From an optimization exercise on the open Yosys and OpenROAD flow, aimed at small area, a short achievable clock period and few clock cycles per item; shortcuts taken in it are not production practice.
RTL that was checked went through simulation tests only; none was proved equivalent to the original.
Function not checked in run 9: the RTL went through the layout flow alone.
Power is estimated from default activity; no workload was simulated.

==> flow/design.v <==
module oz_outer_fill (
    input  wire        clk,
    input  wire        rst,         
    input  wire        in_valid,
    output reg         in_ready,
    input  wire [7:0]  in_data,
    input  wire        in_erase,
    output reg         out_valid,
    output reg         out_fail,
    output wire [2:0]  out_cnt,
    output wire [23:0] out_pos,
    output wire [31:0] out_val
);
    function automatic [7:0] mul_a1(input [7:0] a);    
        mul_a1 = {a[6:0], 1'b0} ^ (a[7] ? 8'h1D : 8'h00);
    endfunction
    function automatic [7:0] gf_mul(input [7:0] a, input [7:0] b);
        reg [7:0] p;
        reg [7:0] x;
        integer   n;
        begin
            p = 8'h00;
            x = a;
            for (n = 0; n < 8; n = n + 1) begin
                p = p ^ (x & {8{b[n]}});
                x = mul_a1(x);
            end
            gf_mul = p;
        end
    endfunction
    function automatic [7:0] gf_sq(input [7:0] a);
        gf_sq = {a[6],
                 a[3] ^ a[5] ^ a[6],
                 a[5],
                 a[2] ^ a[4] ^ a[5] ^ a[7],
                 a[4] ^ a[6],
                 a[1] ^ a[4] ^ a[5] ^ a[6],
                 a[7],
                 a[0] ^ a[4] ^ a[6] ^ a[7]};
    endfunction
    function automatic [7:0] cm(input integer m, input [7:0] a);   
        case (m)
            0: cm = a;
            1: cm = mul_a1(a);
            2: cm = mul_a1(mul_a1(a));
            default: cm = mul_a1(mul_a1(mul_a1(a)));
        endcase
    endfunction
    function automatic [7:0] mul_am1(input [7:0] a);   
        mul_am1 = {1'b0, a[7:1]} ^ (a[0] ? 8'h8E : 8'h00);
    endfunction
    function automatic [7:0] rom_x(input [5:0] p);
        reg [7:0] h;
        begin
            case (p[5:2])
            4'd0: h = 8'ha1;
            4'd1: h = 8'hd2;
            4'd2: h = 8'ha0;
            4'd3: h = 8'h0a;
            4'd4: h = 8'h23;
            4'd5: h = 8'h77;
            4'd6: h = 8'h35;
            4'd7: h = 8'h9c;
            4'd8: h = 8'hc0;
            4'd9: h = 8'h0c;
            4'd10: h = 8'hc9;
            4'd11: h = 8'h5a;
            4'd12: h = 8'h26;
            4'd13: h = 8'he8;
            4'd14: h = 8'h80;
            4'd15: h = 8'h08;
                default: h = 8'h00;
            endcase
            if (p[0]) h = mul_am1(h);
            if (p[1]) h = mul_am1(mul_am1(h));
            rom_x = h;
        end
    endfunction
    reg        fwd, back;     
    reg  [5:0] idx;           
    reg  [2:0] nerr;          
    reg  [7:0] b  [0:3];
    reg  [5:0] pos[0:3];
    reg  [7:0] t;             
    reg  [1:0] k;             
    reg  [1:0] i;             
    reg  [1:0] asel;          
    reg        prep, fin;     
    reg        chk;           
    assign out_cnt  = nerr;
    assign out_pos  = {pos[3], pos[2], pos[1], pos[0]};
    assign out_val  = {b[3], b[2], b[1], b[0]};
    wire       recv   = in_ready;
    wire       take   = in_valid && in_ready;
    wire [7:0] sym    = in_erase ? 8'h00 : in_data;
    wire       first  = (idx == 6'd0);
    wire       lastp  = (idx == 6'd63);
    wire [2:0] ncur   = first ? 3'd0 : nerr;
    wire       z0     = (ncur == 3'd0);
    wire       z1     = (ncur == 3'd1);
    wire       z45    = (ncur == 3'd4) || (ncur == 3'd5);
    wire       z5     = (ncur == 3'd5);
    wire [2:0] ninc   = z5 ? 3'd5 : ncur + 3'd1;
    wire [2:0] nnext  = in_erase ? ninc : ncur;
    wire       nosolve = in_erase ? z45 : (z0 || z5);    
    wire       f_is1  = in_erase ? z0 : z1;
    wire [1:0] fm1    = nerr[1:0] - 2'd1;       
    wire       jend   = (i == fm1);             
    wire       flast  = (i == k + 2'd1);        
    wire       klast  = (k == 2'd2) || (k == fm1);   
    wire [1:0] jn     = jend ? k : i + 2'd1;       
    wire [1:0] kn     = jend ? k - 2'd1 : k;
    wire [7:0] xr     = rom_x(recv ? idx : pos[asel]);
    wire [1:0] bs   = fwd ? i - 2'd1 : i;      
    wire [7:0] prod = gf_mul(t, b[bs]);
    wire [7:0] add = recv ? sym : prod;
    reg  [7:0] base [0:3];
    reg  [3:0] ben;
    integer    q;
    always @(*) begin
        for (q = 0; q < 4; q = q + 1) begin
            ben[q] = take || ((fwd || (back && !prep)) && i == q) ||
                     (back && fin && k == q);
            if (recv)
                base[q] = first ? 8'h00 : cm(q, b[q]);
            else if (fwd || k == q)
                base[q] = b[q];
            else
                base[q] = 8'h00;
        end
    end
    reg bad;
    always @(*) begin
        bad = 1'b0;
        for (q = 0; q < 4; q = q + 1)
            if (q >= nerr && b[q] != 8'h00) bad = 1'b1;
    end
    wire done_cw  = take && lastp;
    wire solve_cw = done_cw && !nosolve;
    wire back_end = back && ((chk && (bad || nerr == 3'd1)) ||
                             (fin && jend && k == 2'd0));
    wire recv_nx  = (recv && !solve_cw) || back_end;
    always @(posedge clk) begin
        if (rst) begin
            in_ready  <= 1'b1;
            fwd       <= 1'b0;
            back      <= 1'b0;
            idx       <= 6'd0;
            out_valid <= 1'b0;
        end else begin
            in_ready  <= recv_nx;
            out_valid <= (done_cw && !solve_cw) || back_end;
            if (take || back)
                idx <= (back && (fin || back_end)) ? 6'd0 : idx + 6'd1;
            if (solve_cw)
                fwd <= 1'b1;
            if (fwd && flast && klast) begin
                fwd  <= 1'b0;
                back <= 1'b1;
            end
            if (back_end)
                back <= 1'b0;
        end
    end
    always @(posedge clk) begin
        for (q = 0; q < 4; q = q + 1)
            if (ben[q]) b[q] <= base[q] ^ add;
        if (recv && z0)
            t <= xr;
        if (recv) begin
            k     <= 2'd0;
            i     <= 2'd3;
            fin   <= 1'b0;
            asel  <= f_is1 ? 2'd0 : 2'd1;
        end
        if (take) begin
            if (in_erase && !ncur[2])
                pos[ncur[1:0]] <= idx;
            nerr <= nnext;
            if (done_cw)
                out_fail <= in_erase || !z0;
        end
        if (fwd) begin
            i     <= i - 2'd1;
            if (flast) begin
                t <= xr;
                if (klast) begin
                    k     <= fm1 - 2'd1;
                    i     <= fm1;
                    asel  <= fm1 - 2'd1;
                    prep  <= 1'b1;
                    fin   <= 1'b0;
                    chk   <= 1'b1;
                end else begin
                    k     <= k + 2'd1;
                    i     <= 2'd3;
                    asel  <= ((k + 2'd1 == fm1) || (k == 2'd1)) ? fm1 : k + 2'd2;
                end
            end
        end
        if (back) begin
            prep <= fin;
            fin  <= (idx[2:0] == 3'd6);
            chk  <= 1'b0;
            if (prep) begin
                t    <= gf_sq(t ^ xr);   
                asel <= jn;
            end else
                t    <= gf_sq(t);
            if (fin) begin
                t    <= xr;              
                asel <= kn;
                i    <= jn;
                k    <= kn;
            end
            if (back_end)
                out_fail <= chk && bad;
        end
    end
endmodule
==> flow/flow/run.sh <==
#!/bin/bash
# The standard layout (standard.sh: ORFS synthesis with synth_recipe.tcl, then floorplan,
# place, cts, route and finish) with three changes, none to the design's registers or to its
# constraints:
#  - ABC maps the logic with an area-oriented script (flow/abc_area.script) in place of ORFS's
#    delay-oriented abc_speed.script; ORFS's scripts are otherwise used unchanged, from a copy
#    whose abc_speed.script is replaced;
#  - every port still gets its buffer, but a buf_1 cell instead of the default delay-buffer
#    cell (the resizer may still upsize it);
#  - the resizer's setup repair aims for more slack than the 15 ns clock needs.
# Each make target's full output goes to its own log_<target>.log here; ORFS also keeps each
# tool's log under orfs/logs.
set -euo pipefail
here=$(pwd)
rm -rf "$here/orfs_scripts"
cp -r "$FLOW_HOME/scripts" "$here/orfs_scripts"
cp "$here/flow/abc_area.script" "$here/orfs_scripts/abc_speed.script"
export SCRIPTS_DIR="$here/orfs_scripts"
export BUFFER_PORTS_ARGS="-buffer_cell sky130_fd_sc_hd__buf_1"
export SETUP_SLACK_MARGIN=10.9
for target in synth floorplan place cts route finish; do
  bash standard.sh "$target" > "log_${target}.log" 2>&1
done
==> flow/flow/abc_area.script <==
strash
&get -n
&fraig -x
&put
scorr
dc2
strash
&get -n
&dch -f
&nf -R 1000
&put
strash
&get -n
&dch -f
&nf -R 1000
&put
==> flow/standard.sh <==
#!/bin/bash
# synth_recipe.tcl (not shown) runs the flow's synth.tcl, then flattens the netlist and writes it again
# the make line also repeats each setting of config.mk as NAME=value (left out here)
make -C /OpenROAD-flow-scripts/flow DESIGN_CONFIG=/design/flow/config.mk WORK_HOME=/design/flow/orfs CLKGATE_MAP_FILE= SYNTH_SCRIPT=/design/flow/synth_recipe.tcl "${@:-finish}"
==> flow/config.mk <==
export PLATFORM = sky130hd
export DESIGN_NAME = oz_outer_fill
export DESIGN_NICKNAME = oz_outer_fill
export VERILOG_FILES = /design/flow/design.v
export SDC_FILE = /design/flow/constraint.sdc
export NUM_CORES = 4
export LEC_CHECK = 0
export CAP_MARGIN = 20
export CORE_MARGIN = 2
export CORE_UTILIZATION = 40
export GPL_TIMING_DRIVEN = 0
export SLEW_MARGIN = 20
export TNS_END_PERCENT = 5
==> flow/constraint.sdc <==
create_clock -name core_clock -period 15.0 [get_ports {clk}]
set_input_delay 3.0000 -clock core_clock [delete_from_list [all_inputs] [get_ports {clk}]]
set_output_delay 3.0000 -clock core_clock [all_outputs]
set_load 0.01 [all_outputs]
==> results of run 1 <==
## through the flow
stage / setup WS, ns / cell area (sq um) / hold slack [ns]
4_1_cts: 10.77 / 7550 / 0.497
3_3_place_gp: 9.93 / 7030 / 0.473
6_report: 10.86 / 7650 / 0.495
5_1_grt: 10.82 / 7650 / 0.544
2_1_floorplan: 10.75 / 6490 / 0.455
3_5_place_dp: 10.05 / 7030 / 0.475
## cell type report
| class | count | share of cell area [%] |
|---|---|---|
| Inverter | 21 | 1.03 |
| Tap cell | 216 | 3.53 |
| Timing Repair Buffer | 85 | 4.99 |
| Clock buffer | 9 | 2.94 |
| Sequential cell | 87 | 30.9 |
| Multi-Input combinational cell | 615 | 55.7 |
| Clock inverter | 7 | 0.981 |
## metal layers
metal	track usage [%]	vias up
li1	-	2772
met1	27.6	2634
met2	32.3	168
met3	3.55	27
met4	5.43	0
met5	0	-
## kinds of logic (layout without fill, tap and decap cells)
| kind of cell | after synthesis | in the layout | synth area share, % |
|---|---|---|---|
| AO/OA/AOI/OAI | 166 | 166 | 15.7 |
| multiplexers | 20 | 20 | 4.30 |
| XOR/XNOR | 172 | 172 | 23.2 |
| adder cells (fa/ha/maj) | 20 | 20 | 3.86 |
| buffers and inverters | 21 | 122 | 1.22 |
| AND/OR/NAND/NOR | 237 | 237 | 15.5 |
| flip-flops | 87 | 87 | 36.3 |
## path summary, 6_finish.rpt
check               start     endpoint  depth (start not counted)  slack [ns]
setup / recovery  b[3][5]  out_val[29]                          1       10.86
hold / removal        chk          chk                          2        0.50
setup reg to reg     i[1]      b[0][6]                         16       11.11
hold reg to reg       chk          chk                          2        0.50
## state kept, by name, indices dropped and copies added, names as in the netlist, 2 cells and up
signal,cells
idx,6
b,32
pos,24
asel,2
nerr,3
k,2
t,8
i,2
## synthesized netlist by cell type (2+ instances only)
cell      number
nor4_1         8
ha_1          20
a21o_1         2
nor3_1        12
edfxtp_1      61
and2_0         4
o32ai_1        3
dfxtp_1       26
mux2_1         3
a31o_1         2
nor2_1        70
xnor2_1       98
nor3b_1        2
nand2_1      107
o22ai_1        5
a221o_1        4
o21ai_0       50
nand2b_1       2
a21oi_1       53
a211oi_1       4
nand3_1       18
nand4_1        2
o311ai_0       2
clkinv_1      21
and3_1         2
a31oi_1        3
a222oi_1       3
mux2i_1       11
xor2_1        74
mux4_2         6
nor2b_1        8
or3_1          2
a22oi_1       27
## power groups by stage
stage	clock network, mW	logic (mW)	registers [mW]
after floorplan	0	0.404	0.323
after global placement	0	0.483	0.331
after detailed placement	0	0.485	0.331
after CTS	0.230	0.496	0.325
after global routing	0.236	0.549	0.331
final	0.226	0.497	0.327
## what timing repair did
action / CTS / global route
gates resized for setup: 39 / 14
setup buffers: 6 / 6
pin swaps: 6 / 1
gates cloned: 0 / 0
setup endpoints to repair: 68 / 56
==> impl_metrics.ini, run 1 <==
[grt]
grt_use_total_pct = 20.0
antenna_found_initial = 0
gr-total-overflow = 0
grt_pass1_vias = 5199
grt_pass1_wl_um = 27700
grt_max_degree = 35

[route]
drt-initial-drc-count = 405
top_layer = met4
via_per_inst = 5.39
postRouteAntennaNets = 0
drc = 0
dr_wl_met2_um = 8140
routed_wirelength_um = 17300
wl_per_cell_um = 16.6
routedLengthMet1_um = 7920
wl_met3_um = 871
vias = 5601
dr.pass1.iters = 5

[sta]
drv_slew = 0
max_slew_margin_pct = 33.4
rsz0062_at_grt = true
setup_viol = 0
finalHoldViolCount = 0
fin_crit_sh_pct = 27.6
tightest_slew_ns = 0.971
finClkSkew_ns = 0.00703
max_freq_ghz = 0.242
fin_tns_setup_ns = 0
period_needed_ns = 4.14

[cells_and_area]
drive_above_1_share_pct = 8.98
syn_to_final_growth_pct = 18.0
seq_area_sq_um = 2360
final_common_cell = nand2_1
layout.nets = 851
antennaDiodeCount = 0
fin_util_pct = 48.2
most-common-layout-cells = 106 x nand2_1, 98 x xnor2_1, 73 x xor2_1, 72 x buf_1, 68 x nor2_1
fill_cells = 1594
final_cells = 1040
multi_input_area_sq_um = 4260

[pwr]
power.share.clock_pct = 21.5
p_total_mw = 1.05
ir_worst_vdd_mv = 0.0873
pwr-share-comb_pct = 47.4
intPower_uw = 640
leakage_nw = 2.63
powerDensity_nw_per_um2 = 137
seqPwrFrac_pct = 31.1
netSwitchingFraction_pct = 39.0
power.switching_uw = 410

[logic_synthesis]
avgSynthCellArea_sq_um = 8.97
syn-cell-area_sq_um = 6490
synth_ff_type = edfxtp_1
synth_top_area_share_pct = 28.2
ys_ff_latch = 87
synth_fp_nets = 755
synth_edf_count = 61
yosys_warnings = 3
yosys-top-cells-area = edfxtp_1 28%, xnor2_1 13%, xor2_1 10%
synth_largest_area_cell = edfxtp_1
async_reset_ff_share_pct = 0
yosysSeqAreaShare_pct = 36.3
netlist_instances = 723
synthDistinctLibCells = 41

[die]
fp.dieArea_sq_um = 17300
fp-row-count = 46
ios = 74
die_h_um = 131
start_util_pct = 40.8
core_sq_um = 15900
die-width_um = 131

[clocking]
cts_buffers = 9
clkTransAtPathRegs_ns = 0.07
clk_latency_ns = 0.35
root_buffer = clkbuf_16
cts_sinks = 87
cts_max_level = 3
clk_path_buf_depth = 2
cts_tree = yes
hold_buffers = 0

[setup_path]
crit_type = reg -> out
worstPathRequired_ns = 12.00
crit_fanout = 8
critPathMaxStageDelay_ns = 0.59
cp_top_family = flip-flops
crit_buf_inv = 1
crit_arrival_ns = 1.14
critPathCaptureType = primary output
path_cells = buf_1
start_kind = flip-flop
cp_slowest_cell = edfxtp_1

[place]
hpwl_um = 12500
gp_congestion = 0.883
io_buffers = 73
dpl.cell_count = 1012

[outcome]
outcome = timing/DRC/antenna clean

[worst_hold_path]
min_path_type = reg -> reg

[flow_run]
drv_cap = 0
Testbench counts, summed over its fixed seeds: cycles 183,209, items 2,400.
==> inputs of run 2 (changes only) <==
==> flow/flow/abc_area.script (replaced) <==
strash
&get -n
&fraig -x
&put
scorr
dc2
strash
&get -n
&dch -f
&nf -R 1000
&put
--- a/flow/config.mk
+++ b/flow/config.mk
@@ -12,2 +12 @@
 export SLEW_MARGIN = 20
-export TNS_END_PERCENT = 5
==> run 2 against run 1 <==
Effect of this change:
- critical path depth did not move
- worst hold slack improved by 0.011 ns
- clock-buffer cell count rose by 1
- global-route usage rose by 1.0 points
- sequential power fell by 4%
- flip-flop and latch count did not move
- clock power barely moved
- critical path type unchanged
- largest cell class unchanged
==> impl_metrics.ini, run 2 <==
[outcome]
outcome = timing/DRC/antenna clean

[route]
drc = 0
dr.pass1.iters = 5
vias = 5741
routed_wirelength_um = 18200
via_per_inst = 5.41
postRouteAntennaNets = 0
drt-initial-drc-count = 457
wl_per_cell_um = 17.1

[place]
hpwl_um = 12800
gp_congestion = 0.865
io_buffers = 73

[setup_path]
reg2reg_slack_ns = 11.12
worstPathRequired_ns = 12.00
start_kind = flip-flop
r2r_cells = 17
cp_slowest_cell = edfxtp_1
cp_top_family = flip-flops
critPathCaptureType = primary output
crit_fanout = 5
crit_type = reg -> out
path_cells = buf_1
crit_arrival_ns = 1.06
critPathMaxStageDelay_ns = 0.51
rr_startpoint = asel[0]
rr_endpoint = t[4]
crit_buf_inv = 1

[worst_hold_path]
min_path_type = reg -> reg
whs_path_depth = 2
worstHoldStart = chk
hold-path-endpoint = out_fail

[logic_synthesis]
yosysMostFrequentCell = xnor2_1
synth_fp_nets = 757
yosys-top-cells-area = edfxtp_1 28%, xnor2_1 14%, xor2_1 9.2%
syn-cell-area_sq_um = 6550
yosysSeqAreaShare_pct = 35.9
synth_edf_count = 61
ys_ff_latch = 87
synthTopCellsByCount = 103 x xnor2_1, 96 x nor2_1, 74 x nand2_1, 69 x xor2_1, 61 x edfxtp_1
yosys_warnings = 3
synth_top_area_share_pct = 28.0
netlist_instances = 725
avgSynthCellArea_sq_um = 9.03
synthDistinctLibCells = 42
async_reset_ff_share_pct = 0
synth_largest_area_cell = edfxtp_1
synth_ff_type = edfxtp_1

[die]
ios = 74
die-width_um = 132
start_util_pct = 41.1
die_h_um = 132
fp.dieArea_sq_um = 17400
core_sq_um = 15900
fp-row-count = 46

[sta]
finClkSkew_ns = 0.00852
setup_viol = 0
rsz0062_at_grt = true
fin_crit_sh_pct = 27.0
tightest_slew_ns = 0.906
fin_tns_setup_ns = 0
drv_slew = 0
period_needed_ns = 4.06
max_freq_ghz = 0.247
max_slew_margin_pct = 37.8
finalHoldViolCount = 0

[grt]
grt_use_total_pct = 21.0
grt_pass1_vias = 5407
grt_pass1_wl_um = 29200
gr-total-overflow = 0
antenna_found_initial = 1
grt_max_degree = 26

[clocking]
clk_path_buf_depth = 2
root_buffer = clkbuf_16
clk_latency_ns = 0.35
hold_buffers = 0
cts_sinks = 87
clkTransAtPathRegs_ns = 0.07
cts_buffers = 9
cts_max_level = 3
cts_tree = yes

[pwr]
ir_worst_vdd_mv = 0.0593
powerDensity_nw_per_um2 = 123
leakage_nw = 2.73

[flow_run]
drv_cap = 0

[cells_and_area]
fill_cells = 1591
most-common-layout-cells = 102 x xnor2_1, 93 x nor2_1, 73 x nand2_1, 72 x buf_1, 68 x xor2_1
layout.nets = 872
registers.top_by_ff_count = b
fin_util_pct = 49.4
final_common_cell = xnor2_1
drive_above_1_share_pct = 11.4
syn_to_final_growth_pct = 20.4
largest_reg_flops = 32
-- run 2: cells by family (layout without fill, tap and decap cells) --
| kind of cell | count (synthesis) | after routing | share of synthesized area [%] |
|---|---|---|---|
| AO/OA/AOI/OAI | 166 | 166 | 15.6 |
| other | 0 | 1 | 0 |
| multiplexers | 24 | 24 | 4.89 |
| flip-flops | 87 | 87 | 35.9 |
| XOR/XNOR | 172 | 172 | 23.0 |
| buffers and inverters | 23 | 143 | 1.32 |
| AND/OR/NAND/NOR | 233 | 233 | 15.4 |
| adder cells (fa/ha/maj) | 20 | 20 | 3.82 |
-- run 2: what timing repair did --
item / CTS / global route
pin swaps: 3 / 2
buffers inserted: 10 / 21
setup endpoints to repair: 68 / 43
resized for setup: 41 / 15
-- run 2: power by group --
group	switching, mW	leakage, nW	total (mW)	internal (mW)
clock network	0.105	0.136	0.224	0.119
registers	0.0340	0.789	0.313	0.279
logic	0.225	1.80	0.429	0.204
total	0.364	2.73	0.966	0.602
-- run 2: per-layer routing --
| layer | track usage [%] | wire length (um) | vias up |
|---|---|---|---|
| met2 | 33.1 | 8280 | 156 |
| li1 | - | - | 2827 |
| met4 | 6.88 | 302 | 0 |
| met1 | 29.0 | 8570 | 2739 |
| met3 | 3.92 | 1050 | 19 |
| met5 | 0 | 0 | - |
-- run 2: worst max path at each step --
stage / end / cells after the start / startpoint
floorplan: pos[2][0] / 4 / in_valid
global placement: t[2] / 13 / in_ready
detailed placement: t[2] / 14 / asel[0]
CTS: t[4] / 16 / asel[0]
global route: t[2] / 17 / asel[0]
finish: out_val[16] / 1 / b[2][0]
-- run 2: through the flow --
step	std cells	total power [mW]	hold WS [ns]	cell area [sq um]	worst slack, ns
after global routing	1061	1.03	0.544	7880	10.83
final	1062	0.966	0.506	7880	10.95
after detailed placement	1014	0.727	0.485	7100	10.04
after global placement	1014	0.724	0.487	7090	9.82
after CTS	1040	0.960	0.502	7650	10.82
after floorplan	725	0.653	0.449	6550	10.73
-- run 2: final cells by class --
cell class | count | area, sq um | area share, %
Timing Repair Buffer | 104 | 537 | 6.81
Antenna cell | 1 | 2.50 | 0.0318
Clock buffer | 10 | 239 | 3.03
Sequential cell | 87 | 2360 | 30.0
Multi-Input combinational cell | 615 | 4330 | 54.9
Tap cell | 216 | 270 | 3.43
Inverter | 23 | 88.8 | 1.13
Clock inverter | 6 | 50.0 | 0.635
==> inputs of run 3 (changes only) <==
==> flow/flow/abc_area.script (replaced) <==
strash
&get -n
&fraig -x
&put
scorr
dc2
strash
&get -n
&dch -f
&nf -R 1000
&put
strash
&get -n
&dch -f
&nf -R 1000
&put
strash
&get -n
&dch -f
&nf -R 1000
&put
==> run 3 against run 2 <==
Effect of this change:
- global-route usage down 0.67 points
- non-clock buffer count shrank 9
- clock-buffer cell count increased by 3
- synthesized cell count increased by 0.41%
- cell count down 0.66%
- area after synthesis decreased by 0.50%
- total power grew 13%
- clock power barely moved
==> impl_metrics.ini, run 3 <==
[sta]
max_slew_margin_pct = 26.8
rsz0062_at_grt = false
tightest_slew_ns = 1.07
finalHoldViolCount = 0
fin_crit_sh_pct = 27.1
drv_slew = 0
max_freq_ghz = 0.246
period_needed_ns = 4.06
fin_ws_ns = 10.94
setup_viol = 0
finClkSkew_ns = 0.0105
fin_tns_setup_ns = 0

[setup_path]
worstPathRequired_ns = 12.00
reg2reg_slack_ns = 11.17
cp_slowest_cell = edfxtp_1
rr_endpoint = t[4]
start_kind = flip-flop
crit_fanout = 7
critPathCaptureType = primary output
path_cells = buf_1
cp_top_family = flip-flops
r2r_cells = 18
crit_buf_inv = 1
rr_startpoint = asel[0]
crit_type = reg -> out
critPathMaxStageDelay_ns = 0.53
crit_arrival_ns = 1.06

[worst_hold_path]
min_path_type = reg -> reg
worstHoldStart = chk
hold-path-endpoint = chk
whs_path_depth = 2

[pwr]
intPower_uw = 667
power.switching_uw = 425
powerDensity_nw_per_um2 = 141
p_total_mw = 1.09
pwr-share-comb_pct = 49.9
ir_worst_vdd_mv = 0.0699
power.share.clock_pct = 20.6
leakage_nw = 2.72
seqPwrFrac_pct = 29.6
netSwitchingFraction_pct = 38.9

[logic_synthesis]
async_reset_ff_share_pct = 0
yosys_warnings = 3
synth_fp_nets = 760
netlist_instances = 728
synthTopCellsByCount = 130 x xnor2_1, 84 x nor2_1, 82 x nand2_1, 64 x o21ai_0, 61 x edfxtp_1
avgSynthCellArea_sq_um = 8.95
ys_ff_latch = 87
synth_top_area_share_pct = 28.1
synthDistinctLibCells = 40
syn-cell-area_sq_um = 6510
synth_edf_count = 61
synth_largest_area_cell = edfxtp_1
yosysMostFrequentCell = xnor2_1
yosysSeqAreaShare_pct = 36.1
synth_ff_type = edfxtp_1
yosys-top-cells-area = edfxtp_1 28%, xnor2_1 17%, dfxtp_1 8.0%

[clocking]
cts_sinks = 87
cts_buffers = 9
clkTransAtPathRegs_ns = 0.07
clk_path_buf_depth = 2
cts_tree = yes
clk_latency_ns = 0.35
hold_buffers = 0
root_buffer = clkbuf_16
cts_max_level = 3

[route]
wl_per_cell_um = 17.0
drt-initial-drc-count = 444
vias = 5711
postRouteAntennaNets = 0
drc = 0
routed_wirelength_um = 17900
via_per_inst = 5.41
dr.pass1.iters = 5

[die]
fp-row-count = 46
die_h_um = 132
die-width_um = 132
start_util_pct = 41.0
fp.dieArea_sq_um = 17300
core_sq_um = 15900
ios = 74

[flow_run]
drv_cap = 0

[grt]
grt_max_degree = 28
grt_use_total_pct = 20.3
gr-total-overflow = 0
antenna_found_initial = 0
grt_pass1_vias = 5297
grt_pass1_wl_um = 28200

[cells_and_area]
fin_util_pct = 48.9
layout.nets = 866
fill_cells = 1590
antennaDiodeCount = 0
drive_above_1_share_pct = 10.0
syn_to_final_growth_pct = 19.3
most-common-layout-cells = 126 x xnor2_1, 81 x nor2_1, 81 x nand2_1, 72 x buf_1, 61 x edfxtp_1
largest_reg_flops = 32
registers.top_by_ff_count = b
final_common_cell = xnor2_1

[place]
preCtsSetupSlack_ns = 9.73
io_buffers = 73
gp_congestion = 0.834
hpwl_um = 12900

[outcome]
outcome = timing/DRC/antenna clean
-- run 3: cell types whose count changed after synthesis, sizes merged, moves of 8 or more --
cell and delta:
xor2 -29, xnor2 +27, o21ai +14, nor2 -12, nand2 +8
-- run 3: timing repair --
action                     CTS  global route
pin swaps                    1            11
setup buffers                5            17
gates cloned                 0             0
setup endpoints to repair   69            68
resized for setup           38            26
-- run 3: per-layer routing --
| metal | wire (um) | up-vias | GRT usage [%] |
|---|---|---|---|
| met5 | 0 | - | 0 |
| met4 | 288 | 0 | 5.98 |
| met3 | 1110 | 21 | 3.90 |
| met2 | 8190 | 215 | 32.1 |
| met1 | 8300 | 2648 | 28.2 |
| li1 | - | 2827 | - |
-- run 3: layout make-up --
type	count	area (sq um)	share of cell area, %
multi-input cells	619	4280	55.1
flip-flops and latches	87	2360	30.4
repair buffers	95	469	6.04
clock buffers	13	275	3.54
well taps	216	270	3.48
inverters	22	85.1	1.10
clock inverters	3	23.8	0.306
-- run 3: power by group through the flow --
stage	combinational [mW]	sequential (mW)	clock [mW]
after floorplan	0.418	0.324	0
after detailed placement	0.508	0.332	0
after global placement	0.503	0.332	0
after global routing	0.595	0.327	0.237
final	0.545	0.323	0.225
after CTS	0.526	0.324	0.230
-- run 3: worst register-to-register path: stages, from the launching register on --
cell	delay, ns
dfxtp_4	0.42
mux4_2	0.52
nand2_1	0.08
and2_4	0.19
clkinv_1	0.14
ha_1	0.28
clkinv_1	0.05
o21ai_0	0.12
o22ai_2	0.32
buf_4	0.17
xnor2_1	0.08
o21ai_2	0.25
mux2i_1	0.17
xnor2_1	0.30
xnor2_1	0.22
o21ai_0	0.12
a21oi_1	0.14
o211ai_1	0.10
nand2_1	0.09
-- run 3: how the worst max path moves through the flow --
| stage | depth (start not counted) | startpoint | slack [ns] | to |
|---|---|---|---|---|
| 3_5_place_dp | 15 | in_ready | 9.73 | t[0] |
| 4_1_cts | 5 | in_valid | 10.78 | pos[3][2] |
| 5_1_grt | 18 | asel[0] | 10.89 | t[4] |
| 2_1_floorplan | 4 | in_valid | 10.77 | pos[1][0] |
| 3_3_place_gp | 16 | in_ready | 9.86 | t[4] |
| 6_report | 1 | b[2][6] | 10.94 | out_val[22] |
-- run 3: through the flow --
step	area, sq um	hold WS [ns]	std cells
finish	7770	0.489	1055
global route	7770	0.528	1055
CTS	7520	0.491	1038
detailed placement	7080	0.475	1017
global placement	7060	0.452	1017
floorplan	6510	0.432	728
-- run 3: cell families (layout without fill, tap and decap cells) --
kind of cell / count (synthesis) / after routing / synth area share [%]
buffers and inverters: 22 / 133 / 1.27
multiplexers: 18 / 18 / 3.73
flip-flops: 87 / 87 / 36.1
adder cells (fa/ha/maj): 20 / 20 / 3.84
XOR/XNOR: 170 / 170 / 22.9
AO/OA/AOI/OAI: 181 / 181 / 17.0
AND/OR/NAND/NOR: 230 / 230 / 15.2
==> inputs of run 4 (changes only) <==
==> flow/flow/abc_area.script (replaced) <==
strash
&get -n
&fraig -x
&put
scorr
dc2
strash
&get -n
&dch -f
&nf -R 1000
&put
strash
&get -n
&dch -f
&nf -R 1000
&put
==> run 4 against run 3 <==
Effect of this change:
- still clean
- area after synthesis down 0.38%
- non-clock buffer count is 5 higher
- cell count unchanged
- first-iteration DRC count shrank 11%
- worst hold slack improved by 0.0069 ns
- combinational power down 7.2%
- final area up 0.45%
==> impl_metrics.ini, run 4 <==
[outcome]
outcome = timing/DRC/antenna clean

[sta]
setup_viol = 0
finalHoldViolCount = 0
fin_crit_sh_pct = 27.0
finClkSkew_ns = 0.00717
max_freq_ghz = 0.247
max_slew_margin_pct = 33.5
drv_slew = 0
rsz0062_at_grt = false
hold_slack_ns = 0.496
fin_tns_setup_ns = 0
tightest_slew_ns = 0.970
period_needed_ns = 4.05

[setup_path]
rr_startpoint = fwd
path_cells = buf_1
reg2reg_slack_ns = 11.12
crit_buf_inv = 1
critPathCaptureType = primary output
cp_top_family = flip-flops
cp_slowest_cell = edfxtp_1
rr_endpoint = b[3][1]
critPathMaxStageDelay_ns = 0.51
start_kind = flip-flop
worstPathRequired_ns = 12.00
crit_type = reg -> out
r2r_cells = 12
crit_arrival_ns = 1.05
crit_fanout = 7

[clocking]
clk_latency_ns = 0.35
cts_max_level = 3
cts_tree = yes
cts_sinks = 87
root_buffer = clkbuf_16
clkTransAtPathRegs_ns = 0.07
clk_path_buf_depth = 2
cts_buffers = 9

[logic_synthesis]
synth_top_area_share_pct = 28.2
avgSynthCellArea_sq_um = 8.97
yosys-top-cells-area = edfxtp_1 28%, xnor2_1 13%, xor2_1 10%
syn-cell-area_sq_um = 6490
synthTopCellsByCount = 107 x nand2_1, 98 x xnor2_1, 74 x xor2_1, 70 x nor2_1, 61 x edfxtp_1
yosysMostFrequentCell = nand2_1
yosysSeqAreaShare_pct = 36.3
async_reset_ff_share_pct = 0
yosys_warnings = 3
synth_ff_type = edfxtp_1
synthDistinctLibCells = 41
synth_largest_area_cell = edfxtp_1
netlist_instances = 723
ys_ff_latch = 87
synth_edf_count = 61
synth_fp_nets = 755

[cells_and_area]
largest_reg_flops = 32
syn_to_final_growth_pct = 20.3
drive_above_1_share_pct = 10.6
final_cells = 1055
fin_util_pct = 49.1
final_common_cell = nand2_1
layout.nets = 866
fill_cells = 1588
seq_area_sq_um = 2360
registers.top_by_ff_count = b
antennaDiodeCount = 0
design_area_sq_um = 7800
multi_input_area_sq_um = 4280
most-common-layout-cells = 106 x nand2_1, 98 x xnor2_1, 73 x xor2_1, 72 x buf_1, 68 x nor2_1

[route]
via_per_inst = 5.35
drt-initial-drc-count = 395
dr.pass1.iters = 5
drc = 0
vias = 5649
wl_per_cell_um = 16.7
postRouteAntennaNets = 0
routed_wirelength_um = 17600

[pwr]
leakage_nw = 2.71
ir_worst_vdd_mv = 0.0889
powerDensity_nw_per_um2 = 135

[grt]
grt_use_total_pct = 20.2
antenna_found_initial = 0
gr-total-overflow = 0
grt_pass1_vias = 5234
grt_max_degree = 26
grt_pass1_wl_um = 28000

[place]
hpwl_um = 12500
gp_congestion = 0.883
post_dp_cell_area_sq_um = 7030
dpl.cell_count = 1012
io_buffers = 73

[die]
ios = 74
die_h_um = 131
die-width_um = 131
start_util_pct = 40.8
fp.dieArea_sq_um = 17300
fp-row-count = 46
core_sq_um = 15900

[flow_run]
drv_cap = 0

[worst_hold_path]
worstHoldStart = out_fail
min_path_type = reg -> reg
whs_path_depth = 2
hold-path-endpoint = out_fail
==> run 4: changes by cell type in the layout (fill, tap and decap cells not counted), sizes merged, moves of 4 or more <==
cell    change
xor2       +34
xnor2      -32
nand2      +25
nor2       -14
o21ai      -14
a21oi      +10
buf         +6
clkbuf      -5
inv         +4
o31ai       -4
==> run 4: where the power goes <==
part / internal, mW / switching [mW] / total, mW
Sequential: 0.282 / 0.0415 / 0.324
Clock: 0.118 / 0.108 / 0.226
Combinational: 0.244 / 0.262 / 0.506
Total: 0.645 / 0.412 / 1.06
==> run 4: worst max-delay path by stage <==
stage	slack, ns	depth (start not counted)	endpoint	startpoint
finish	10.95	1	out_val[22]	b[2][6]
global route	10.87	12	b[3][1]	fwd
CTS	10.80	14	t[4]	asel[0]
detailed placement	10.05	3	pos[1][1]	in_erase
global placement	9.93	13	t[4]	in_ready
floorplan	10.75	4	pos[1][0]	in_valid
==> run 4: logic make-up (layout without fill, tap and decap cells) <==
kind of cell / after synthesis / count (layout) / synth area share, %
muxes: 20 / 20 / 4.30
adders and majority gates: 20 / 20 / 3.86
and+or+nand+nor: 237 / 237 / 15.5
AOI/OAI and AO/OA: 166 / 166 / 15.7
DFF: 87 / 87 / 36.3
xor gates and xnor gates: 172 / 172 / 23.2
buffers and inverters: 21 / 137 / 1.22
==> run 4: metal layers <==
metal | track usage [%] | up-vias | part of all wire, %
li1 | - | 2805 | -
met1 | 27.8 | 2668 | 46
met2 | 32.7 | 156 | 48
met3 | 3.70 | 20 | 4.8
met4 | 5.50 | 0 | 1.8
met5 | 0 | - | 0
==> run 4: final cells by class <==
cell class | instances | share of cell area (%)
multi-input combinational | 615 | 54.8
sequential | 87 | 30.3
timing repair buffer | 100 | 6.65
tap | 216 | 3.46
clock buffer | 9 | 2.89
inverter | 21 | 1.01
clock inverter | 7 | 0.962
==> run 4: what timing repair did <==
item,4_1_cts,5_1_grt
cloned,0,0
buffers inserted,12,15
gates resized for setup,40,15
hold buffers,0,0
pin swaps,6,1
endpoints found under the setup margin,68,47
==> run 4: per-stage QoR <==
stage | setup WS [ns] | total power [mW]
global placement | 9.93 | 0.814
CTS | 10.80 | 1.05
detailed placement | 10.05 | 0.816
global route | 10.87 | 1.12
floorplan | 10.75 | 0.727
finish | 10.95 | 1.06
==> run 4: worst reg2reg max path, stage by stage, from the launching register on <==
cell	delay, ns
dfxtp_1	0.50
xnor2_1	0.85
nand2_2	0.39
o2bb2ai_2	0.39
clkinv_1	0.21
nand2_1	0.12
xnor2_1	0.14
xnor2_1	0.15
xnor2_1	0.16
xnor2_1	0.15
nor2_1	0.07
a21oi_2	0.36
xor2_1	0.13
==> inputs of run 5 (changes only) <==
--- a/flow/config.mk
+++ b/flow/config.mk
@@ -7,3 +7,3 @@
 export LEC_CHECK = 0
-export CAP_MARGIN = 20
+export CAP_MARGIN = 5
 export CORE_MARGIN = 2
@@ -11,2 +11,2 @@
 export GPL_TIMING_DRIVEN = 0
-export SLEW_MARGIN = 20
+export SLEW_MARGIN = 5
==> run 5 against run 4 <==
Effect of this change:
- clock power hardly changed
- die area stayed put
- total power increased by 0.11%
- fmax about the same
- cell count about the same
- still clean
- global-route usage barely moved
- critical path type unchanged
- worst setup slack improved by 0.00060 ns
- critical endpoint unchanged
- worst hold slack better by 0.0074 ns
==> impl_metrics.ini, run 5 <==
[clocking]
clkTransAtPathRegs_ns = 0.07
root_buffer = clkbuf_16
cts_max_level = 3
clk_latency_ns = 0.35
hold_buffers = 0
clk_path_buf_depth = 2
cts_tree = yes
cts_sinks = 87
cts_buffers = 9

[die]
fp-row-count = 46
start_util_pct = 40.8
fp.dieArea_sq_um = 17300
die-width_um = 131
core_sq_um = 15900
ios = 74
die_h_um = 131

[route]
drc = 0
dr.pass1.iters = 5
drt-initial-drc-count = 436
postRouteAntennaNets = 0
via_per_inst = 5.33
wl_per_cell_um = 16.6
routed_wirelength_um = 17500
vias = 5622

[setup_path]
r2r_cells = 13
cp_top_family = flip-flops
rr_startpoint = asel[0]
path_cells = buf_1
reg2reg_slack_ns = 11.14
start_kind = flip-flop
critPathMaxStageDelay_ns = 0.51
crit_fanout = 7
crit_buf_inv = 1
critPathCaptureType = primary output
worstPathRequired_ns = 12.00
crit_arrival_ns = 1.05
rr_endpoint = t[4]
cp_slowest_cell = edfxtp_1
crit_type = reg -> out

[worst_hold_path]
whs_path_depth = 2
worstHoldStart = chk
min_path_type = reg -> reg
hold-path-endpoint = chk

[cells_and_area]
fin_util_pct = 49.0
syn_to_final_growth_pct = 20.0
antennaDiodeCount = 0
most-common-layout-cells = 106 x nand2_1, 96 x xnor2_1, 73 x xor2_1, 72 x buf_1, 68 x nor2_1
final_common_cell = nand2_1
registers.top_by_ff_count = b
largest_reg_flops = 32
drive_above_1_share_pct = 10.7
layout.nets = 865

[grt]
grt_max_degree = 26
grt_use_total_pct = 20.2
gr-total-overflow = 0
antenna_found_initial = 0
grt_pass1_vias = 5168
grt_pass1_wl_um = 27900

[outcome]
outcome = timing/DRC/antenna clean

[sta]
rsz0062_at_grt = true
max_slew_margin_pct = 17.3
tightest_slew_ns = 1.24
setup_viol = 0
drv_slew = 0
fin_ws_ns = 10.95
fin_tns_setup_ns = 0
period_needed_ns = 4.05
hold_slack_ns = 0.503
max_freq_ghz = 0.247
finClkSkew_ns = 0.00799
fin_crit_sh_pct = 27.0
finalHoldViolCount = 0

[logic_synthesis]
syn-cell-area_sq_um = 6490
synth_largest_area_cell = edfxtp_1
synth_ff_type = edfxtp_1
yosys-top-cells-area = edfxtp_1 28%, xnor2_1 13%, xor2_1 10%
avgSynthCellArea_sq_um = 8.97
synth_top_area_share_pct = 28.2
yosys_warnings = 3
synth_edf_count = 61
synthTopCellsByCount = 107 x nand2_1, 98 x xnor2_1, 74 x xor2_1, 70 x nor2_1, 61 x edfxtp_1
synthDistinctLibCells = 41
netlist_instances = 723
synth_fp_nets = 755
yosysMostFrequentCell = nand2_1
ys_ff_latch = 87
yosysSeqAreaShare_pct = 36.3
async_reset_ff_share_pct = 0

[place]
hpwl_um = 12500
preCtsSetupSlack_ns = 9.92
io_buffers = 73
gp_congestion = 0.883

[pwr]
ir_worst_vdd_mv = 0.0659
leakage_nw = 2.73
p_total_mw = 1.06
powerDensity_nw_per_um2 = 136

[flow_run]
drv_cap = 0
run 5: cell counts after synthesis:
Identical to the previous run, type by type.
run 5: repair_timing:
| action | 4_1_cts | 5_1_grt |
|---|---|---|
| endpoints found under the setup margin | 68 | 53 |
| pin swaps | 2 | 3 |
| gates resized for setup | 40 | 16 |
| buffers inserted | 13 | 13 |
run 5: logic make-up after synthesis:
kind of cell,count (synthesis),share of synthesized area (%)
xor gates and xnor gates,172,23.2
AOI/OAI and AO/OA,166,15.7
DFF,87,36.3
buffers and inverters,21,1.22
muxes,20,4.30
adders and majority gates,20,3.86
and+or+nand+nor,237,15.5
run 5: final cells by class:
cell class,instances,area [sq um]
multi-input combinational,615,4260
timing repair buffer,99,512
clock buffer,9,225
inverter,21,78.8
fill,1571,8100
clock inverter,7,72.6
tap,216,270
sequential,87,2360
run 5: worst max path at each step:
stage / to / depth (start not counted) / slack (ns) / from
4_1_cts: t[4] / 14 / 10.83 / asel[0]
3_5_place_dp: t[4] / 13 / 9.92 / in_ready
5_1_grt: t[4] / 15 / 10.82 / asel[0]
3_3_place_gp: t[4] / 13 / 9.93 / in_ready
2_1_floorplan: pos[1][0] / 4 / 10.75 / in_valid
6_report: out_val[22] / 1 / 10.95 / b[2][6]
run 5: tightest hold or removal path: stages, from the launching register on:
cell     delay, ns
dfxtp_1       0.32
nor2_1        0.10
nor2_1        0.04
run 5: metrics by stage:
stage,cells,cell area [sq um]
6_report,1054,7780
5_1_grt,1054,7780
4_1_cts,1041,7600
3_5_place_dp,1012,7030
3_3_place_gp,1012,7030
2_1_floorplan,723,6490
run 5: routing by layer:
metal,track usage [%],wire length [um]
met2,32.7,8190
met1,27.8,8190
met4,5.50,308
met3,3.90,837
met5,0,0
run 5: power breakdown:
group	leakage [nW]	switching [mW]	internal, mW
logic	1.76	0.262	0.246
clock network	0.144	0.108	0.118
registers	0.818	0.0416	0.282
total	2.73	0.412	0.646
==> inputs of run 6 (changes only) <==
--- a/flow/config.mk
+++ b/flow/config.mk
@@ -7,6 +7,8 @@
 export LEC_CHECK = 0
-export CAP_MARGIN = 5
+export CAP_MARGIN = 20
 export CORE_MARGIN = 2
 export CORE_UTILIZATION = 40
+export CTS_CLUSTER_DIAMETER = 500
+export CTS_CLUSTER_SIZE = 64
 export GPL_TIMING_DRIVEN = 0
-export SLEW_MARGIN = 5
+export SLEW_MARGIN = 20
==> run 6 against run 5 <==
Effect of this change:
- synthesized cell count unchanged
- via count rose by 0.48%
- sequential power about the same
- fmax barely moved
- non-clock buffer count increased by 1
- total power is 0.11% lower
- clock power barely moved
- combinational power about the same
- area after synthesis did not move
- critical path depth stayed put
- clock skew decreased by 0.00082 ns
- utilization is 0.13 points higher
- highest routed layer unchanged
==> impl_metrics.ini, run 6 <==
[outcome]
outcome = timing/DRC/antenna clean

[cells_and_area]
final_common_cell = nand2_1
layout.nets = 866
antennaDiodeCount = 0
fin_util_pct = 49.1
largest_reg_flops = 32
fill_cells = 1588
drive_above_1_share_pct = 10.6
syn_to_final_growth_pct = 20.3
most-common-layout-cells = 106 x nand2_1, 98 x xnor2_1, 73 x xor2_1, 72 x buf_1, 68 x nor2_1
registers.top_by_ff_count = b

[route]
dr.pass1.iters = 5
drt-initial-drc-count = 395
routed_wirelength_um = 17600
vias = 5649
postRouteAntennaNets = 0
drc = 0
via_per_inst = 5.35
wl_per_cell_um = 16.7

[die]
core_sq_um = 15900
start_util_pct = 40.8
fp-row-count = 46
ios = 74
die_h_um = 131
die-width_um = 131
fp.dieArea_sq_um = 17300

[clocking]
clk_latency_ns = 0.35
cts_buffers = 9
hold_buffers = 0
root_buffer = clkbuf_16
cts_tree = yes
cts_max_level = 3
cts_sinks = 87
clkTransAtPathRegs_ns = 0.07
clk_path_buf_depth = 2

[sta]
finClkSkew_ns = 0.00717
tightest_slew_ns = 0.970
max_freq_ghz = 0.247
drv_slew = 0
rsz0062_at_grt = false
setup_viol = 0
hold_slack_ns = 0.496
finalHoldViolCount = 0
fin_crit_sh_pct = 27.0
max_slew_margin_pct = 33.5
fin_tns_setup_ns = 0
period_needed_ns = 4.05

[place]
io_buffers = 73
hpwl_um = 12500
gp_congestion = 0.883

[setup_path]
r2r_cells = 12
cp_top_family = flip-flops
start_kind = flip-flop
reg2reg_slack_ns = 11.12
cp_slowest_cell = edfxtp_1
worstPathRequired_ns = 12.00
rr_startpoint = fwd
path_cells = buf_1
critPathCaptureType = primary output
crit_fanout = 7
crit_arrival_ns = 1.05
crit_buf_inv = 1
critPathMaxStageDelay_ns = 0.51
crit_type = reg -> out
rr_endpoint = b[3][1]

[worst_hold_path]
hold-path-endpoint = out_fail
worstHoldStart = out_fail
whs_path_depth = 2
min_path_type = reg -> reg

[logic_synthesis]
yosys-top-cells-area = edfxtp_1 28%, xnor2_1 13%, xor2_1 10%
ys_ff_latch = 87
synth_edf_count = 61
avgSynthCellArea_sq_um = 8.97
synthTopCellsByCount = 107 x nand2_1, 98 x xnor2_1, 74 x xor2_1, 70 x nor2_1, 61 x edfxtp_1
async_reset_ff_share_pct = 0
synth_ff_type = edfxtp_1
synth_largest_area_cell = edfxtp_1
yosys_warnings = 3
synthDistinctLibCells = 41
netlist_instances = 723
synth_fp_nets = 755
yosysSeqAreaShare_pct = 36.3
yosysMostFrequentCell = nand2_1
synth_top_area_share_pct = 28.2
syn-cell-area_sq_um = 6490

[flow_run]
drv_cap = 0

[grt]
gr-total-overflow = 0
grt_pass1_wl_um = 28000
grt_max_degree = 26
antenna_found_initial = 0
grt_use_total_pct = 20.2
grt_pass1_vias = 5234

[pwr]
ir_worst_vdd_mv = 0.0889
leakage_nw = 2.71
powerDensity_nw_per_um2 = 135
[run 6: metal layers]
metal	track usage, %	up-vias	share of wire, %
li1	-	2805	-
met4	5.50	0	1.8
met5	0	-	0
met1	27.8	2668	46
met2	32.7	156	48
met3	3.70	20	4.8
[run 6: worst max-delay path by stage]
| stage | start | to | slack, ns | depth (start not counted) |
|---|---|---|---|---|
| 6_report | b[2][6] | out_val[22] | 10.95 | 1 |
| 2_1_floorplan | in_valid | pos[1][0] | 10.75 | 4 |
| 3_3_place_gp | in_ready | t[4] | 9.93 | 13 |
| 4_1_cts | asel[0] | t[4] | 10.80 | 14 |
| 5_1_grt | fwd | b[3][1] | 10.87 | 12 |
| 3_5_place_dp | in_erase | pos[1][1] | 10.05 | 3 |
[run 6: where the power goes]
group / leakage, nW / internal, mW / switching [mW]
Sequential: 0.819 / 0.282 / 0.0415
Clock: 0.145 / 0.118 / 0.108
Combinational: 1.75 / 0.244 / 0.262
[run 6: cells by family (layout without fill, tap and decap cells)]
kind of cell               count (synthesis)  count (layout)  share of synthesized area [%]
buffers and inverters                     21             137                           1.22
muxes                                     20              20                           4.30
adders and majority gates                 20              20                           3.86
xor gates and xnor gates                 172             172                           23.2
DFF                                       87              87                           36.3
AOI/OAI and AO/OA                        166             166                           15.7
and+or+nand+nor                          237             237                           15.5
[run 6: final cells by class]
type / count / area [sq um] / area share, %
inverter: 21 / 78.8 / 1.01
tap: 216 / 270 / 3.46
multi-input combinational: 615 / 4280 / 54.8
clock buffer: 9 / 225 / 2.89
clock inverter: 7 / 75.1 / 0.962
sequential: 87 / 2360 / 30.3
timing repair buffer: 100 / 519 / 6.65
[run 6: timing repair]
item | in CTS | in global routing
resized for setup | 40 | 15
endpoints found under the setup margin | 68 | 47
pin swaps | 6 | 1
buffers inserted | 12 | 15
endpoints found under the hold margin | 0 | 0
[run 6: through the flow]
step                total power, mW  std cells  setup WS, ns  instance area [sq um]
global route                   1.12       1055         10.87                   7800
global placement              0.814       1012          9.93                   7030
finish                         1.06       1055         10.95                   7800
floorplan                     0.727        723         10.75                   6490
CTS                            1.05       1040         10.80                   7620
detailed placement            0.816       1012         10.05                   7030
==> inputs of run 7 (changes only) <==
--- a/flow/design.v
+++ b/flow/design.v
@@ -176,3 +176,3 @@
         if (take) begin
-            if (in_erase && !ncur[2])
+            if (!ncur[2])
                 pos[ncur[1:0]] <= idx;
--- a/flow/config.mk
+++ b/flow/config.mk
@@ -10,4 +10,2 @@
 export CORE_UTILIZATION = 40
-export CTS_CLUSTER_DIAMETER = 500
-export CTS_CLUSTER_SIZE = 64
 export GPL_TIMING_DRIVEN = 0
==> run 7 against run 6 <==
Effect of this change:
- highest routed layer unchanged
- first-iteration DRC count up 31%
- combinational power up 2%
- via count grew 0.57%
- sequential share of layout area is 0.58 points higher
- area after synthesis is 0.50% higher
- cell count shrank 1.2%
- largest cell class unchanged
- wire length rose by 2.0%
- final area down 1.9%
- clock skew grew 0.0027 ns
- fmax decreased by 0.48%
- utilization is 0.93 points lower
- clock power is 2% higher
==> impl_metrics.ini, run 7 <==
[cells_and_area]
registers.top_by_ff_count = b
syn_to_final_growth_pct = 17.4
fin_util_pct = 48.2
fill_cells = 1559
layout.nets = 853
final_common_cell = xnor2_1
largest_reg_flops = 32
antennaDiodeCount = 0
most-common-layout-cells = 120 x xnor2_1, 108 x nand2_1, 73 x buf_1, 68 x nor2_1, 61 x edfxtp_1
drive_above_1_share_pct = 9.32

[setup_path]
crit_arrival_ns = 1.07
crit_type = reg -> out
cp_slowest_cell = edfxtp_1
cp_top_family = flip-flops
path_cells = buf_1
crit_fanout = 7
start_kind = flip-flop
critPathCaptureType = primary output
crit_buf_inv = 1
worstPathRequired_ns = 12.00
critPathMaxStageDelay_ns = 0.53

[die]
core_sq_um = 15900
start_util_pct = 41.0
ios = 74
die_h_um = 132
die-width_um = 132
fp-row-count = 46
fp.dieArea_sq_um = 17300

[route]
drt-initial-drc-count = 518
routed_wirelength_um = 17900
vias = 5681
drc = 0
via_per_inst = 5.45
dr.pass1.iters = 5
wl_per_cell_um = 17.2
postRouteAntennaNets = 0

[sta]
rsz0062_at_grt = false
max_freq_ghz = 0.246
finalHoldViolCount = 0
tightest_slew_ns = 0.967
fin_crit_sh_pct = 27.1
setup_viol = 0
period_needed_ns = 4.07
max_slew_margin_pct = 33.7
drv_slew = 0
fin_tns_setup_ns = 0
finClkSkew_ns = 0.00990

[clocking]
cts_buffers = 9
clk_latency_ns = 0.36
clk_path_buf_depth = 2
cts_max_level = 3
root_buffer = clkbuf_16
cts_tree = yes
hold_buffers = 0
cts_sinks = 87
clkTransAtPathRegs_ns = 0.07

[pwr]
leakage_nw = 2.61
powerDensity_nw_per_um2 = 140
ir_worst_vdd_mv = 0.0587

[grt]
grt_pass1_wl_um = 28000
grt_pass1_vias = 5228
grt_max_degree = 28
grt_use_total_pct = 20.5
gr-total-overflow = 0
antenna_found_initial = 0

[logic_synthesis]
ys_ff_latch = 87
yosys_warnings = 3
async_reset_ff_share_pct = 0
synth_top_area_share_pct = 28.1
avgSynthCellArea_sq_um = 8.99
yosysMostFrequentCell = xnor2_1
synth_fp_nets = 757
synthDistinctLibCells = 45
synthTopCellsByCount = 121 x xnor2_1, 108 x nand2_1, 70 x nor2_1, 62 x o21ai_0, 61 x edfxtp_1
synth_edf_count = 61
yosysSeqAreaShare_pct = 36.1
synth_ff_type = edfxtp_1
synth_largest_area_cell = edfxtp_1
syn-cell-area_sq_um = 6520
yosys-top-cells-area = edfxtp_1 28%, xnor2_1 16%, dfxtp_1 8.0%
netlist_instances = 725

[place]
hpwl_um = 12900
io_buffers = 73
gp_congestion = 0.896

[flow_run]
drv_cap = 0

[worst_hold_path]
min_path_type = reg -> reg

[outcome]
outcome = timing/DRC/antenna clean
[run 7: cell types whose count changed after synthesis, sizes merged, moves of 5 or more]
| cell | change |
|---|---|
| xor2 | -26 |
| xnor2 | +23 |
| a21oi | -18 |
| o21ai | +12 |
| nor3 | -8 |
| nand2b | +6 |
| a22oi | +5 |
[run 7: cell families (layout without fill, tap and decap cells)]
logic type | count (synthesis) | in the layout | synth area share [%]
buffers and inverters | 19 | 120 | 1.09
multiplexers | 19 | 19 | 4.13
AO/OA/AOI/OAI | 172 | 172 | 16.5
adder cells (fa/ha/maj) | 20 | 20 | 3.84
flip-flops | 87 | 87 | 36.1
XOR/XNOR | 169 | 169 | 22.7
AND/OR/NAND/NOR | 239 | 239 | 15.7
[run 7: power by group]
group	total, mW	switching [mW]	internal [mW]
logic	0.518	0.275	0.243
clock network	0.230	0.111	0.119
registers	0.327	0.0432	0.283
[run 7: final cells by class]
cell class	count	area, sq um	area share (%)
Clock buffer	9	225	2.94
Clock inverter	7	81.3	1.06
Inverter	19	83.8	1.09
Multi-Input combinational cell	619	4270	55.7
Sequential cell	87	2360	30.8
Tap cell	216	270	3.53
Timing Repair Buffer	85	368	4.80
[run 7: path summary, 6_finish.rpt]
check	startpoint	endpoint	slack (ns)	cells after the start
setup reg to reg	asel[0]	t[2]	11.10	19
setup / recovery	b[3][6]	out_val[30]	10.93	1
hold / removal	chk	chk	0.51	2
hold reg to reg	chk	chk	0.51	2
[run 7: repair_timing]
item                                    CTS  global route
resized for setup                        41            17
pin swaps                                 0             4
hold endpoints to repair                  0             0
setup buffers                             5             7
endpoints found under the setup margin   52            65
[run 7: routing by layer]
layer / up-vias / track usage, % / wire [um]
met5: - / 0 / 0
met4: 0 / 6.88 / 345
met3: 23 / 2.97 / 785
met2: 165 / 33.9 / 8570
met1: 2704 / 27.4 / 8220
li1: 2789 / - / -
[run 7: per-stage QoR]
step	setup slack (ns)	power, mW	area (sq um)	instances	hold WS [ns]
detailed placement	9.72	0.828	7090	1014	0.493
CTS	10.91	1.08	7540	1035	0.510
floorplan	10.92	0.729	6530	725	0.457
global placement	9.75	0.823	7070	1014	0.500
global route	10.87	1.14	7660	1042	0.528
finish	10.93	1.07	7660	1042	0.510
Testbench counts of run 7, summed over its fixed seeds: cycles 183,209, items 2,400.
==> inputs of run 8 (changes only) <==
--- a/flow/design.v
+++ b/flow/design.v
@@ -99,3 +99,2 @@
     wire       z0     = (ncur == 3'd0);
-    wire       z1     = (ncur == 3'd1);
     wire       z45    = (ncur == 3'd4) || (ncur == 3'd5);
@@ -105,3 +104,2 @@
     wire       nosolve = in_erase ? z45 : (z0 || z5);    
-    wire       f_is1  = in_erase ? z0 : z1;
     wire [1:0] fm1    = nerr[1:0] - 2'd1;       
@@ -173,3 +171,3 @@
             fin   <= 1'b0;
-            asel  <= f_is1 ? 2'd0 : 2'd1;
+            asel  <= 2'd1;             
         end
==> run 8 against run 7 <==
Effect of this change:
- combinational power fell by 11%
- fmax rose by 0.39%
- die area fell by 0.83%
- global-route usage fell by 0.26 points
- flip-flop and latch count did not move
- worst setup slack improved by 0.016 ns
- total power fell by 7.7%
- highest routed layer unchanged
- non-clock buffer count rose by 12
==> impl_metrics.ini, run 8 <==
[logic_synthesis]
yosys-top-cells-area = edfxtp_1 28%, xnor2_1 14%, xor2_1 8.1%
synth_edf_count = 61
synthXorXnorAreaFrac_pct = 22.5
syn-cell-area_sq_um = 6460
avgSynthCellArea_sq_um = 9.16
yosys_warnings = 3
synthSimpleGateAreaFrac_pct = 15.5
synth_ff_type = edfxtp_1
synthTopCellsByCount = 106 x xnor2_1, 85 x nor2_1, 70 x nand2_1, 61 x edfxtp_1, 60 x xor2_1
synth_top_family_by_area = XOR/XNOR gates
synthDistinctLibCells = 46
synth-compound-area-share_pct = 16.1
ys_ff_latch = 87
yosysMostFrequentCell = xnor2_1
synth_top_area_share_pct = 28.3
async_reset_ff_share_pct = 0
yosysSeqAreaShare_pct = 36.4
synth_largest_area_cell = edfxtp_1
synth_mux_area_share_pct = 4.63
synth_fp_nets = 738
netlist_instances = 706
synth_fa_ha_area_share_pct = 3.87

[place]
hpwl_um = 12500
post_dp_cell_area_sq_um = 7040
preCtsSetupSlack_ns = 10.20
gp_congestion = 0.881
io_buffers = 73

[clocking]
cts_tree = yes
cts_max_level = 3
clk_latency_ns = 0.36
clkTransAtPathRegs_ns = 0.06
hold_buffers = 0
root_buffer = clkbuf_16
cts_buffers = 9
clk_path_buf_depth = 2
cts_sinks = 87

[sta]
max_slew_margin_pct = 21.7
period_needed_ns = 4.06
max_freq_ghz = 0.247
tightest_slew_ns = 1.14
rsz0062_at_grt = true
setup_viol = 0
finClkSkew_ns = 0.00984
fin_ws_ns = 10.94
finalHoldViolCount = 0
drv_slew = 0
fin_crit_sh_pct = 27.0
fin_tns_setup_ns = 0

[setup_path]
cp_top_family = flip-flops
start_kind = flip-flop
critPathMaxStageDelay_ns = 0.52
critPathCaptureType = primary output
worstPathRequired_ns = 12.00
crit_arrival_ns = 1.06
crit_type = reg -> out
crit_buf_inv = 1
crit_fanout = 7
path_cells = buf_1
cp_slowest_cell = edfxtp_1

[pwr]
netSwitchingFraction_pct = 37.7
leakage_nw = 2.64
power.share.clock_pct = 21.4
p_total_uw = 992
pwr-share-comb_pct = 46.6
ir_worst_vdd_mv = 0.0762
powerDensity_nw_per_um2 = 130
power.switching_uw = 374
seqPwrFrac_pct = 32.0
intPower_uw = 617

[grt]
grt_pass1_vias = 5298
grt_max_degree = 25
antenna_found_initial = 0
gr-total-overflow = 0
grt_use_total_pct = 20.2
grt_pass1_wl_um = 27800

[die]
die-width_um = 131
ios = 74
fp-row-count = 46
die_h_um = 131
fp.dieArea_sq_um = 17200
core_sq_um = 15800
start_util_pct = 40.8

[outcome]
outcome = timing/DRC/antenna clean

[flow_run]
drv_cap = 0

[cells_and_area]
fill_cells = 1552
syn_to_final_growth_pct = 18.3
most-common-layout-cells = 102 x xnor2_1, 84 x nor2_1, 73 x buf_1, 69 x nand2_1, 61 x edfxtp_1
final_common_cell = xnor2_1
seq_area_sq_um = 2360
multi_input_area_sq_um = 4220
layout.nets = 846
registers.top_by_ff_count = b
drive_above_1_share_pct = 10.6
design_area_sq_um = 7640
largest_reg_flops = 32
antennaDiodeCount = 0

[worst_hold_path]
min_path_type = reg -> reg

[route]
routed_wirelength_um = 17600
via_per_inst = 5.37
drt-initial-drc-count = 518
vias = 5563
drc = 0
postRouteAntennaNets = 0
wl_per_cell_um = 17.0
dr.pass1.iters = 6
-- run 8: cell types whose count changed in the layout (fill, tap and decap cells not counted), sizes merged, moves of 4 or more --
cell	previous run	this run
nor2b	6	11
buf	85	97
o21ai	62	49
xnor2	121	106
nor2	70	85
o21a	1	5
xor2	48	60
nand2	108	70
a21oi	35	49
a22oi	32	28
nor3	4	8
-- run 8: repair_timing --
item / in CTS / in global routing
pin swaps: 0 / 4
gates cloned: 0 / 0
setup buffers: 10 / 11
gates resized for setup: 30 / 23
endpoints found under the setup margin: 78 / 39
-- run 8: power groups by stage --
stage | Combinational [mW] | Clock, mW | Sequential [mW]
after detailed placement | 0.439 | 0 | 0.327
after global placement | 0.433 | 0 | 0.328
after global routing | 0.511 | 0.223 | 0.321
after CTS | 0.451 | 0.215 | 0.318
after floorplan | 0.364 | 0 | 0.321
final | 0.462 | 0.212 | 0.318
-- run 8: metal layers --
layer / GRT usage (%) / share of wire, % / vias to the layer above
met5: 0 / 0 / -
met4: 5.19 / 1.4 / 0
met3: 4.01 / 4.8 / 20
met2: 33.3 / 46 / 156
met1: 27.3 / 47 / 2619
li1: - / - / 2768
-- run 8: cell families after synthesis --
logic type	Yosys count
xor+xnor	166
mux	22
buf+inv	17
flops	87
compound gates	168
simple gates	226
fa+ha+maj	20
-- run 8: layout make-up --
| class | count | share of cell area [%] |
|---|---|---|
| Tap cell | 216 | 3.54 |
| Inverter | 17 | 0.851 |
| Sequential cell | 87 | 30.9 |
| Timing Repair Buffer | 97 | 5.93 |
| Clock inverter | 6 | 0.589 |
| Multi-Input combinational cell | 602 | 55.2 |
| Clock buffer | 10 | 3.00 |
-- run 8: path summary, 6_finish.rpt --
kind                              start           to  slack [ns]  depth (start not counted)
worst max-delay path            b[3][7]  out_val[31]       10.94                          1
worst min-delay path                chk          chk        0.47                          2
worst max register to register  asel[0]         t[2]       11.12                         17
worst min register to register      chk          chk        0.47                          2
-- run 8: metrics by stage --
step / std cells / util, % / hold WS [ns]
floorplan: 706 / - / 0.432
finish: 1035 / 48.3 / 0.471
global placement: 995 / 44.3 / 0.450
CTS: 1024 / 47.3 / 0.475
global route: 1035 / 48.3 / 0.503
detailed placement: 998 / 44.5 / 0.456
Testbench counts of run 8, summed over its fixed seeds: cycles 183,209, items 2,400.
==> inputs of run 9 (changes only) <==
--- a/flow/design.v
+++ b/flow/design.v
@@ -87,3 +87,2 @@
     reg  [1:0] asel;          
-    reg        prep, fin;     
     reg        chk;           
@@ -99,2 +98,3 @@
     wire       z0     = (ncur == 3'd0);
+    wire       z1     = (ncur == 3'd1);
     wire       z45    = (ncur == 3'd4) || (ncur == 3'd5);
@@ -104,2 +104,3 @@
     wire       nosolve = in_erase ? z45 : (z0 || z5);    
+    wire       f_is1  = in_erase ? z0 : z1;
     wire [1:0] fm1    = nerr[1:0] - 2'd1;       
@@ -108,2 +109,4 @@
     wire       klast  = (k == 2'd2) || (k == fm1);   
+    wire       prep   = back && (idx == 6'd0);
+    wire       fin    = back && (idx[2:0] == 3'd7);
     wire [1:0] jn     = jend ? k : i + 2'd1;       
@@ -170,7 +173,6 @@
             i     <= 2'd3;
-            fin   <= 1'b0;
-            asel  <= 2'd1;             
+            asel  <= f_is1 ? 2'd0 : 2'd1;
         end
         if (take) begin
-            if (!ncur[2])
+            if (in_erase && !ncur[2])
                 pos[ncur[1:0]] <= idx;
@@ -188,4 +190,2 @@
                     asel  <= fm1 - 2'd1;
-                    prep  <= 1'b1;
-                    fin   <= 1'b0;
                     chk   <= 1'b1;
@@ -199,4 +199,2 @@
         if (back) begin
-            prep <= fin;
-            fin  <= (idx[2:0] == 3'd6);
             chk  <= 1'b0;
==> run 9 against run 8 <==
Effect of this change:
- utilization is 0.30 points higher
- critical path depth is 4 higher
- clock skew is 0.00084 ns lower
- combinational power is 24% higher
- sequential share of layout area is 0.89 points lower
- worst setup slack worse by 0.065 ns
- total power is 13% higher
- non-clock buffer count is 4 higher
- critical endpoint is now pos[1][0]
==> impl_metrics.ini, run 9 <==
[outcome]
outcome = timing/DRC/antenna clean

[setup_path]
cp_slowest_cell = nor3_4
crit_type = in -> reg
worstPathRequired_ns = 15.00
reg2reg_slack_ns = 11.15
critPathMaxStageDelay_ns = 0.41
crit_arrival_ns = 4.12

[logic_synthesis]
synthDistinctLibCells = 43
netlist_instances = 711
synth_top_family_by_area = XOR/XNOR gates
avgSynthCellArea_sq_um = 9.05
synth_mux_area_share_pct = 5.29
synth_edf_count = 60
synth_top_area_share_pct = 28.0
yosysMostFrequentCell = xnor2_1
synth-compound-area-share_pct = 16.6
synth_fp_nets = 743
synthSimpleGateAreaFrac_pct = 14.5
syn-cell-area_sq_um = 6440
synthTopCellsByCount = 120 x xnor2_1, 95 x nand2_1, 67 x nor2_1, 60 x edfxtp_1, 56 x o21ai_0

[sta]
finalHoldViolCount = 0
setup_viol = 0
tightest_slew_ns = 1.06
drv_slew = 0
fin_crit_sh_pct = 27.5
finClkSkew_ns = 0.00901
rsz0062_at_grt = true
fin_ws_ns = 10.88
period_needed_ns = 4.12
max_freq_ghz = 0.243

[place]
gp_congestion = 0.889
preCtsSetupSlack_ns = 10.08
io_buffers = 73
hpwl_um = 12700
post_dp_cell_area_sq_um = 6990

[cells_and_area]
syn_to_final_growth_pct = 19.5
fill_cells = 1531
design_area_sq_um = 7690
most-common-layout-cells = 120 x xnor2_1, 94 x nand2_1, 72 x buf_1, 63 x nor2_1, 60 x edfxtp_1
antennaDiodeCount = 0
final_cells = 1044

[route]
wl_per_cell_um = 17.2
drc = 0
drt-initial-drc-count = 520
via_per_inst = 5.43
postRouteAntennaNets = 0
dr.pass1.iters = 7
routed_wirelength_um = 17900

[clocking]
cts_max_level = 3
clk_path_buf_depth = 2
cts_buffers = 9
cts_tree = yes
root_buffer = clkbuf_16
hold_buffers = 0
cts_sinks = 85

[die]
die-width_um = 131
start_util_pct = 40.7
fp-row-count = 46
die_h_um = 131
fp.dieArea_sq_um = 17100
ios = 74
core_sq_um = 15800

[pwr]
p_total_mw = 1.12
powerDensity_nw_per_um2 = 146
leakage_nw = 2.70
ir_worst_vdd_mv = 0.0770

[flow_run]
drv_cap = 0

[grt]
grt_pass1_wl_um = 28400
gr-total-overflow = 0
grt_pass1_vias = 5261

[worst_hold_path]
min_path_type = reg -> reg
-- run 9: changes by cell type after synthesis, sizes merged, moves of 4 or more --
cell | before | now
xor2 | 60 | 48
xnor2 | 106 | 120
nor3 | 8 | 12
nor2b | 11 | 5
o21ai | 49 | 56
nor2 | 85 | 67
nand2 | 70 | 95
-- run 9: metal layers --
layer	vias up	part of all wire, %	routed length, um	global-route usage (%)
li1	2793	-	-	-
met1	2678	47	8330	29.5
met2	186	46	8320	35.2
met3	15	6.0	1080	4.44
met4	0	1.0	187	4.51
met5	-	0	0	0
-- run 9: final timing paths --
path	start	to	cells after the start
max	in_valid	pos[1][0]	5
min reg2reg	chk	chk	2
max reg2reg	asel[0]	t[0]	15
min	chk	chk	2
-- run 9: repair_timing --
action,in CTS,in global routing
resized for setup,42,16
setup endpoints to repair,67,67
pin swaps,2,4
setup buffers,9,19
-- run 9: cell type report --
| class | instances | area (sq um) | share of cell area, % |
|---|---|---|---|
| clock buffers | 10 | 229 | 2.98 |
| inverters | 19 | 73.8 | 0.960 |
| flip-flops and latches | 85 | 2310 | 30.0 |
| well taps | 216 | 270 | 3.51 |
| multi-input cells | 607 | 4250 | 55.2 |
| repair buffers | 101 | 489 | 6.36 |
| clock inverters | 6 | 71.3 | 0.927 |
-- run 9: logic make-up (layout without fill, tap and decap cells) --
logic type      Yosys count  count (layout)
compound gates          174             174
simple gates            219             219
fa+ha+maj                20              20
xor+xnor                168             168
flops                    85              85
mux                      26              26
buf+inv                  19             136
-- run 9: critical path: cells and delay by family --
family	cells	cell delay, ns
buffers and inverters	2	0.33
and+or+nand+nor	3	0.80
-- run 9: power breakdown --
group	total [mW]	switching [mW]	leakage, nW	internal, mW
clock network	0.229	0.0982	0.139	0.130
registers	0.320	0.0428	0.800	0.277
logic	0.571	0.303	1.76	0.267

Check on run 9: ideal ports give 10.879 ns setup slack; a clkbuf_16 on the clock port and buf_2 on the inputs give 10.896 ns; moving port delays by the midpoint clock arrival (0.384 ns) as well gives 10.512 ns.
